Background: an optimization exercise with open tools, aiming at small area, a short achievable clock period and few clock cycles per item. Do not read the settings as production practice.
Where RTL was checked, it was by simulation tests only, not by an equivalence proof against the original.
Power and IR drop assume default switching activity.

before:
// nbs_top
module nbs_top (
    input  wire        clk,
    input  wire        rst,
    input  wire        in_valid,
    output reg         in_ready,
    input  wire [3:0]  in_fmt_a,
    input  wire [3:0]  in_fmt_b,
    input  wire [31:0] in_a,
    input  wire [31:0] in_b,
    input  wire [3:0]  in_lanes,
    input  wire        in_last,
    output reg         out_valid,
    input  wire        out_ready,
    output reg  [55:0] out_sum,
    output reg         out_invalid
);
Size in the first run: ~510 flip-flops, about 140 I/O pins, about 46,000 um2 of cells after synthesis.
export LEC_CHECK = 0
export ABC_AREA = 1
export CAP_MARGIN = 20
export CORE_MARGIN = 2
export CORE_UTILIZATION = 40
export SLEW_MARGIN = 20
create_clock -name core_clock -period 25.0 [get_ports {clk}]
standard.sh (not shown) runs the stock make flow with config.mk's settings and CLKGATE_MAP_FILE= SYNTH_SCRIPT=/design/flow/synth_recipe.tcl, a recipe that flattens the netlist after the stock synthesis.
==> flow/flow/run.sh <==
#!/bin/bash
# The standard layout (the standard.sh: standard synthesis, ORFS floorplan
# to final), with one change: the buffers ORFS puts on every input and output
# port are sky130_fd_sc_hd__buf_4 instead of the cell buffer_ports picks itself.
set -euo pipefail
export BUFFER_PORTS_ARGS="-buffer_cell sky130_fd_sc_hd__buf_4"
bash standard.sh > standard_make.log 2>&1
What after does differently from before at the input level:
-- flow/design.v --
<<< before, line 632
    reg [5:0]  fha, fhb;
    reg [31:0] a0, b0;
    reg [2:0]  nza0 [0:3];
    reg [2:0]  nzb0 [0:3];
    reg [3:0]  ln0;
    reg        last0;
>>> after, line 632
    reg [5:0]  fha, fhb;
    reg [31:0] a0, b0;
    reg [3:0]  ln0;
    reg        last0;
<<< before, line 640
    endfunction
    genvar g;
    generate
        for (g = 0; g < 4; g = g + 1) begin : g_in
            always @(posedge clk) begin
                nza0[g] <= nzr(in_a[8*g +: 8]);
                nzb0[g] <= nzr(in_b[8*g +: 8]);
            end
        end
    endgenerate
    always @(posedge clk) begin
        fha   <= ifa;
>>> after, line 638
    endfunction
    genvar g;
    always @(posedge clk) begin
        fha   <= ifa;
<<< before, line 665
            wire [4:0] xa, xb;
            wire       sa, sb;
            nbs_decode u_da (.fh(fha), .x(a0[8*g +: 8]), .nzr(nza0[g]), .m(ma), .ex(xa), .sgn(sa));
            nbs_decode u_db (.fh(fhb), .x(b0[8*g +: 8]), .nzr(nzb0[g]), .m(mb), .ex(xb), .sgn(sb));
            nbs_lane u_lane (
                .fha(fha), .fhb(fhb),
>>> after, line 655
            wire [4:0] xa, xb;
            wire       sa, sb;
            nbs_decode u_da (.fh(fha), .x(a0[8*g +: 8]), .nzr(nzr(a0[8*g +: 8])), .m(ma), .ex(xa), .sgn(sa));
            nbs_decode u_db (.fh(fhb), .x(b0[8*g +: 8]), .nzr(nzr(b0[8*g +: 8])), .m(mb), .ex(xb), .sgn(sb));
            nbs_lane u_lane (
                .fha(fha), .fhb(fhb),
<<< before, line 700
    generate
        for (g = 0; g < 4; g = g + 1) begin : g_align
            assign r[g] = {{54{p1[g][15]}}, p1[g]} << sh1[g];
        end
    endgenerate
>>> after, line 690
    generate
        for (g = 0; g < 4; g = g + 1) begin : g_align
            wire [63:0] al = {{48{p1[g][15]}}, p1[g]} << sh1[g];
            assign r[g] = {{6{p1[g][15]}}, al};
        end
    endgenerate
Results
- Max total net switching power across before and after: before
- [compare] base=before new=after: number of nets in the synthesized netlist dropped 176; number of antenna violations at the first check in global routing up 1.
- NOTE: maximum fanout encountered on the critical timing path in after exceeds that of before
- From before to after the numbers moved as follows: global-route usage now sits lower, area growth from synthesis to final layout now sits at about the same level.
Testbench counts of after, summed over its fixed seeds: cycles 30,534, blocks 4,000.
Function not checked in before: the RTL went through the layout flow alone.

* * *

Another version of the RTL of nbs_top (not shown whole).
Size in the first run: roughly 5900 cells after synthesis.
export LEC_CHECK = 0
export ABC_AREA = 1
export CAP_MARGIN = 20
export CORE_MARGIN = 2
export CORE_UTILIZATION = 60
export SLEW_MARGIN = 20
create_clock -name core_clock -period 25.0 [get_ports {clk}]
Scripts as last shown in full above: flow/flow/run.sh
The first run completed without violations.
Testbench counts at the start, summed over its fixed seeds: cycles 30,464, blocks 4,000.
Rerun with:
--- a/flow/design.v
+++ b/flow/design.v
@@ -698,14 +698,14 @@
     reg  [69:0] acc_s, acc_c;
     reg         nan2, pinf2, ninf2, inv2, negzero2;
     reg  [5:0]  eb2;
     reg         cv_full;
     reg         cv_step;
     wire        cv_move = cv_full & !cv_step & !out_valid;
-    wire        a_move  = done2 & (!cv_full | cv_move);
-    wire        keep    = open2 | (done2 & !a_move);
+    wire        a_move  = done2 & !cv_full;
+    wire        keep    = open2 | (done2 & cv_full);
     wire [69:0] ks  = acc_s & {70{keep}};
     wire [69:0] kc  = acc_c & {70{keep}};
     wire [69:0] s1a = r[0] ^ r[1] ^ r[2];
     wire [69:0] c1a = {(r[0][68:0] & r[1][68:0]) | (r[0][68:0] & r[2][68:0]) | (r[1][68:0] & r[2][68:0]), 1'b0};
     wire [69:0] s1b = r[3] ^ ks ^ kc;
     wire [69:0] c1b = {(r[3][68:0] & ks[68:0]) | (r[3][68:0] & kc[68:0]) | (ks[68:0] & kc[68:0]), 1'b0};
@@ -799,21 +799,17 @@
             out_valid <= cv_move | (out_valid & !out_ready);
     end
     reg  [1:0] pend;
     wire       cv_full_nx   = a_move | (cv_full & !cv_move);
     wire       cv_step_nx   = a_move ? (ld_t == 8'd0) : cv_step ? ((sh_t == 8'd0) & !sh_last) : cv_step;
     wire       out_valid_nx = cv_move | (out_valid & !out_ready);
-    wire [68:0] cv_x_nx  = a_move ? acc[68:0] : cv_step ? {cv_x[60:0], 8'd0} : cv_x;
-    wire        cv_s_nx  = a_move ? acc[69] : cv_s;
-    wire [3:0]  cv_n_nx  = a_move ? 4'd0 : cv_step ? cv_n + 4'd1 : cv_n;
-    wire        cv_step2_nx = (cv_x_nx[60:53] == {8{cv_s_nx}}) & (cv_n_nx != 4'd7);
     wire [1:0] pend_nx = pend + {1'b0, take & in_last} - {1'b0, cv_move};
     always @(posedge clk) begin
         if (rst) begin
             pend     <= 2'd0;
             in_ready <= 1'b1;
         end else begin
             pend     <= pend_nx;
-            in_ready <= (pend_nx < 2'd2) | ((pend_nx == 2'd2) & cv_full_nx & !out_valid_nx & (!cv_step_nx | !cv_step2_nx));
+            in_ready <= (pend_nx < 2'd2) | (cv_full_nx & !cv_step_nx & !out_valid_nx);
         end
     end
 endmodule
Result: Count of clock-buffer cells in the layout went down by 7. Routed wire length stays flat. Cell area hardly moves. Synthesized area barely changes. Global-route usage went down by 0.30 points. Cell count went down by about 0.33%.
Testbench counts after the change, summed over its fixed seeds: cycles 30,534, blocks 4,000.

* * *

Another version of the RTL of nbs_top (not shown whole).
Size: ~6800 cells after synthesis.
==> flow/design.v (excerpt) <==
module nbs_top (
    input  wire        clk,
    input  wire        rst,
    input  wire        in_valid,
    output reg         in_ready,
    input  wire [3:0]  in_fmt_a,
    input  wire [3:0]  in_fmt_b,
    input  wire [31:0] in_a,
    input  wire [31:0] in_b,
    input  wire [3:0]  in_lanes,
    input  wire        in_last,
    output reg         out_valid,
    input  wire        out_ready,
    output reg  [55:0] out_sum,
    output reg         out_invalid
);
    function [5:0] onehot(input [3:0] f);
        onehot = {f == 4'h8, f == 4'h7, f == 4'h6, f == 4'h5, f == 4'h4, f == 4'h3};
    endfunction
    function [5:0] offs(input [5:0] fh);
        offs = ({6{fh[0]}} & 6'd14) | ({6{fh[2]}} & 6'd23) | ({6{fh[3]}} & 6'd26) |
               ({6{fh[4]}} & 6'd28) | ({6{fh[5]}} & 6'd24);
    endfunction
    function [5:0] lsb_exp(input [5:0] fh);
        lsb_exp = ({6{fh[0]}} & 6'd23) | ({6{fh[1]}} & 6'd16) | ({6{fh[2]}} & 6'd27) |
                  ({6{fh[3]}} & 6'd29) | ({6{fh[4]}} & 6'd29) | ({6{fh[5]}} & 6'd24);
    endfunction
    wire take = in_valid & in_ready & !rst;
    wire [5:0] ifa = onehot(in_fmt_a);
    wire [5:0] ifb = onehot(in_fmt_b);
    reg [5:0]  fha, fhb;
    reg [7:0]  ma0 [0:3];
    reg [7:0]  mb0 [0:3];
    reg [4:0]  xa0 [0:3];
    reg [4:0]  xb0 [0:3];
    reg [3:0]  sa0, sb0, ln0;
    reg        last0;
    genvar g;
    generate
        for (g = 0; g < 4; g = g + 1) begin : g_in
            wire [7:0] m_a, m_b;
            wire [4:0] x_a, x_b;
            wire       s_a, s_b;
            nbs_decode u_da (.fh(ifa), .x(in_a[8*g +: 8]), .m(m_a), .ex(x_a), .sgn(s_a));
            nbs_decode u_db (.fh(ifb), .x(in_b[8*g +: 8]), .m(m_b), .ex(x_b), .sgn(s_b));
            always @(posedge clk) begin
                ma0[g] <= m_a;
                mb0[g] <= m_b;
                xa0[g] <= x_a;
                xb0[g] <= x_b;
                sa0[g] <= s_a;
                sb0[g] <= s_b;
            end
        end
    endgenerate
  ...
Settings: LEC_CHECK=0, ABC_AREA=1, CAP_MARGIN=20, CORE_MARGIN=2, CORE_UTILIZATION=40, SLEW_MARGIN=20; clock period 25.0 ns.
run.sh (not shown) runs the stock make flow with config.mk's settings and CLKGATE_MAP_FILE= SYNTH_SCRIPT=/design/flow/synth_recipe.tcl, a recipe that flattens the netlist after the stock synthesis.
Stock flow here: none of the scripts above is used.
Testbench counts at the start, summed over its fixed seeds: cycles 30,534, blocks 4,000.
Next try:
--- a/flow/design.v
+++ b/flow/design.v
@@ -1,28 +1,34 @@
 module nbs_decode (
     input  wire [5:0] fh,      
     input  wire [7:0] x,
+    input  wire [2:0] nzr,
     output wire [7:0] m,
     output wire [4:0] ex,
     output wire       sgn
 );
     wire f3 = fh[0], f4 = fh[1], f5 = fh[2], f6 = fh[3], f7 = fh[4], f8 = fh[5];
     assign ex = ({5{f3}} & {1'b0, x[6:3]}) |
                 ({5{f4}} & x[6:2]) |
                 ({5{f5}} & {2'b0, x[4:2]}) |
                 ({5{f6}} & {3'b0, x[4:3]}) |
                 ({5{f7}} & {3'b0, x[2:1]});
-    wire nz = |ex;
-    assign m  = ({8{f8}}      & x) |
-                ({8{f3 | f6}} & {4'd0, nz, x[2:0]}) |
-                ({8{f4 | f5}} & {5'd0, nz, x[1:0]}) |
-                ({8{f7}}      & {6'd0, nz, x[0]});
+    wire nz3 = nzr[0];             
+    wire nz4 = nzr[0] | x[2];      
+    wire nz6 = nzr[1];             
+    wire nz5 = nzr[1] | x[2];      
+    wire nz7 = nzr[2];             
+    assign m[7:4] = {4{f8}} & x[7:4];
+    assign m[3]   = (f8 & x[3]) | (f3 & nz3) | (f6 & nz6);
+    assign m[2]   = ((f8 | f3 | f6) & x[2]) | (f4 & nz4) | (f5 & nz5);
+    assign m[1]   = (~f7 & x[1]) | (f7 & nz7);
+    assign m[0]   = x[0];
     assign sgn = (f5 | f6) ? x[5] : f7 ? x[3] : x[7];
 endmodule
 module nbs_lane (
     input  wire [5:0]  fha,
     input  wire [5:0]  fhb,
     input  wire [7:0]  ma,
     input  wire [4:0]  xa,
     input  wire        sa,
     input  wire [7:0]  mb,
     input  wire [4:0]  xb,
@@ -265,60 +271,60 @@
                ({6{fh[4]}} & 6'd28) | ({6{fh[5]}} & 6'd24);
     endfunction
     function [5:0] lsb_exp(input [5:0] fh);
         lsb_exp = ({6{fh[0]}} & 6'd23) | ({6{fh[1]}} & 6'd16) | ({6{fh[2]}} & 6'd27) |
                   ({6{fh[3]}} & 6'd29) | ({6{fh[4]}} & 6'd29) | ({6{fh[5]}} & 6'd24);
     endfunction
     wire take = in_valid & in_ready & !rst;
     wire [5:0] ifa = onehot(in_fmt_a);
     wire [5:0] ifb = onehot(in_fmt_b);
     reg [5:0]  fha, fhb;
-    reg [7:0]  ma0 [0:3];
-    reg [7:0]  mb0 [0:3];
-    reg [4:0]  xa0 [0:3];
-    reg [4:0]  xb0 [0:3];
-    reg [3:0]  sa0, sb0, ln0;
+    reg [31:0] a0, b0;
+    reg [2:0]  nza0 [0:3];
+    reg [2:0]  nzb0 [0:3];
+    reg [3:0]  ln0;
     reg        last0;
+    function [2:0] nzr(input [7:0] x);
+        nzr = {|x[2:1], |x[4:3], |x[6:3]};
+    endfunction
     genvar g;
     generate
         for (g = 0; g < 4; g = g + 1) begin : g_in
-            wire [7:0] m_a, m_b;
-            wire [4:0] x_a, x_b;
-            wire       s_a, s_b;
-            nbs_decode u_da (.fh(ifa), .x(in_a[8*g +: 8]), .m(m_a), .ex(x_a), .sgn(s_a));
-            nbs_decode u_db (.fh(ifb), .x(in_b[8*g +: 8]), .m(m_b), .ex(x_b), .sgn(s_b));
             always @(posedge clk) begin
-                ma0[g] <= m_a;
-                mb0[g] <= m_b;
-                xa0[g] <= x_a;
-                xb0[g] <= x_b;
-                sa0[g] <= s_a;
-                sb0[g] <= s_b;
+                nza0[g] <= nzr(in_a[8*g +: 8]);
+                nzb0[g] <= nzr(in_b[8*g +: 8]);
             end
         end
     endgenerate
     always @(posedge clk) begin
         fha   <= ifa;
+        a0    <= in_a;
+        b0    <= in_b;
         fhb   <= ifb;
         ln0   <= in_lanes & {4{take}};
         last0 <= in_last & take;
     end
     wire [5:0] koff0 = offs(fha) + offs(fhb) - 6'd2;
     wire [15:0] p  [0:3];
     wire [5:0]  sh [0:3];
     wire [3:0]  l_nan, l_pinf, l_ninf, l_inv, l_negzero;
     generate
         for (g = 0; g < 4; g = g + 1) begin : g_lane
+            wire [7:0] ma, mb;
+            wire [4:0] xa, xb;
+            wire       sa, sb;
+            nbs_decode u_da (.fh(fha), .x(a0[8*g +: 8]), .nzr(nza0[g]), .m(ma), .ex(xa), .sgn(sa));
+            nbs_decode u_db (.fh(fhb), .x(b0[8*g +: 8]), .nzr(nzb0[g]), .m(mb), .ex(xb), .sgn(sb));
             nbs_lane u_lane (
                 .fha(fha), .fhb(fhb),
-                .ma(ma0[g]), .xa(xa0[g]), .sa(sa0[g]),
-                .mb(mb0[g]), .xb(xb0[g]), .sb(sb0[g]),
+                .ma(ma), .xa(xa), .sa(sa),
+                .mb(mb), .xb(xb), .sb(sb),
                 .en(ln0[g]), .koff(koff0),
                 .p(p[g]), .sh(sh[g]),
                 .p_nan(l_nan[g]), .p_pinf(l_pinf[g]), .p_ninf(l_ninf[g]),
                 .p_inv(l_inv[g]), .p_negzero(l_negzero[g])
             );
         end
     endgenerate
     reg [15:0] p1 [0:3];
     reg [5:0]  sh1 [0:3];
     reg        v1, last1, nan1, pinf1, ninf1, inv1, negzero1;
What happened: Clock-buffer cell count fell by 5. Synthesized area fell slightly. Die area fell slightly. Worst hold slack hardly moves. Total power fell by a few percent. Via count is about the same. Combinational power fell by a few percent.
Function not checked in the second run of this note: the RTL went through the layout flow alone.

## what the ideal ports hide
In the flow no input, the clock included, has a driving cell. The finished layouts below were timed again as built, in two steps.
Step 1 sets driving cells, clkbuf_16 on the clock port and buf_2 on the other inputs (assumed; they add their load-dependent delay and slew).
Step 2 moves the port delays by t, midway between the first and last clock arrival at a register: inputs arrive t later, outputs are due t later. That takes back most of the time a late clock gives input paths.
Slacks: no drivers / after step 1 / after step 2; pairs: no drivers / after step 1.
run	t, ns	setup slack, ns	worst setup path after step 2	pins driven straight from the clock port
before	0.728	18.774 / 18.703 / 18.491	input to register	1
after	0.748	18.792 / 18.722 / 18.646	input to register	1
the first run of note 2	0.679	18.842 / 18.772 / 18.640	input to register	1
the second run of note 2	0.688	18.806 / 18.737 / 18.660	input to register	1
the first run of note 3	0.713	18.272 / 18.316 / 17.603	input to register	1
the second run of note 3	0.718	18.407 / 18.332 / 18.058	input to register	1
After both steps setup and hold are still met in every run listed. The setup slack of the first run of note 3, which loses most, moves by +0.044 ns with the drivers and by -0.669 ns with both steps.
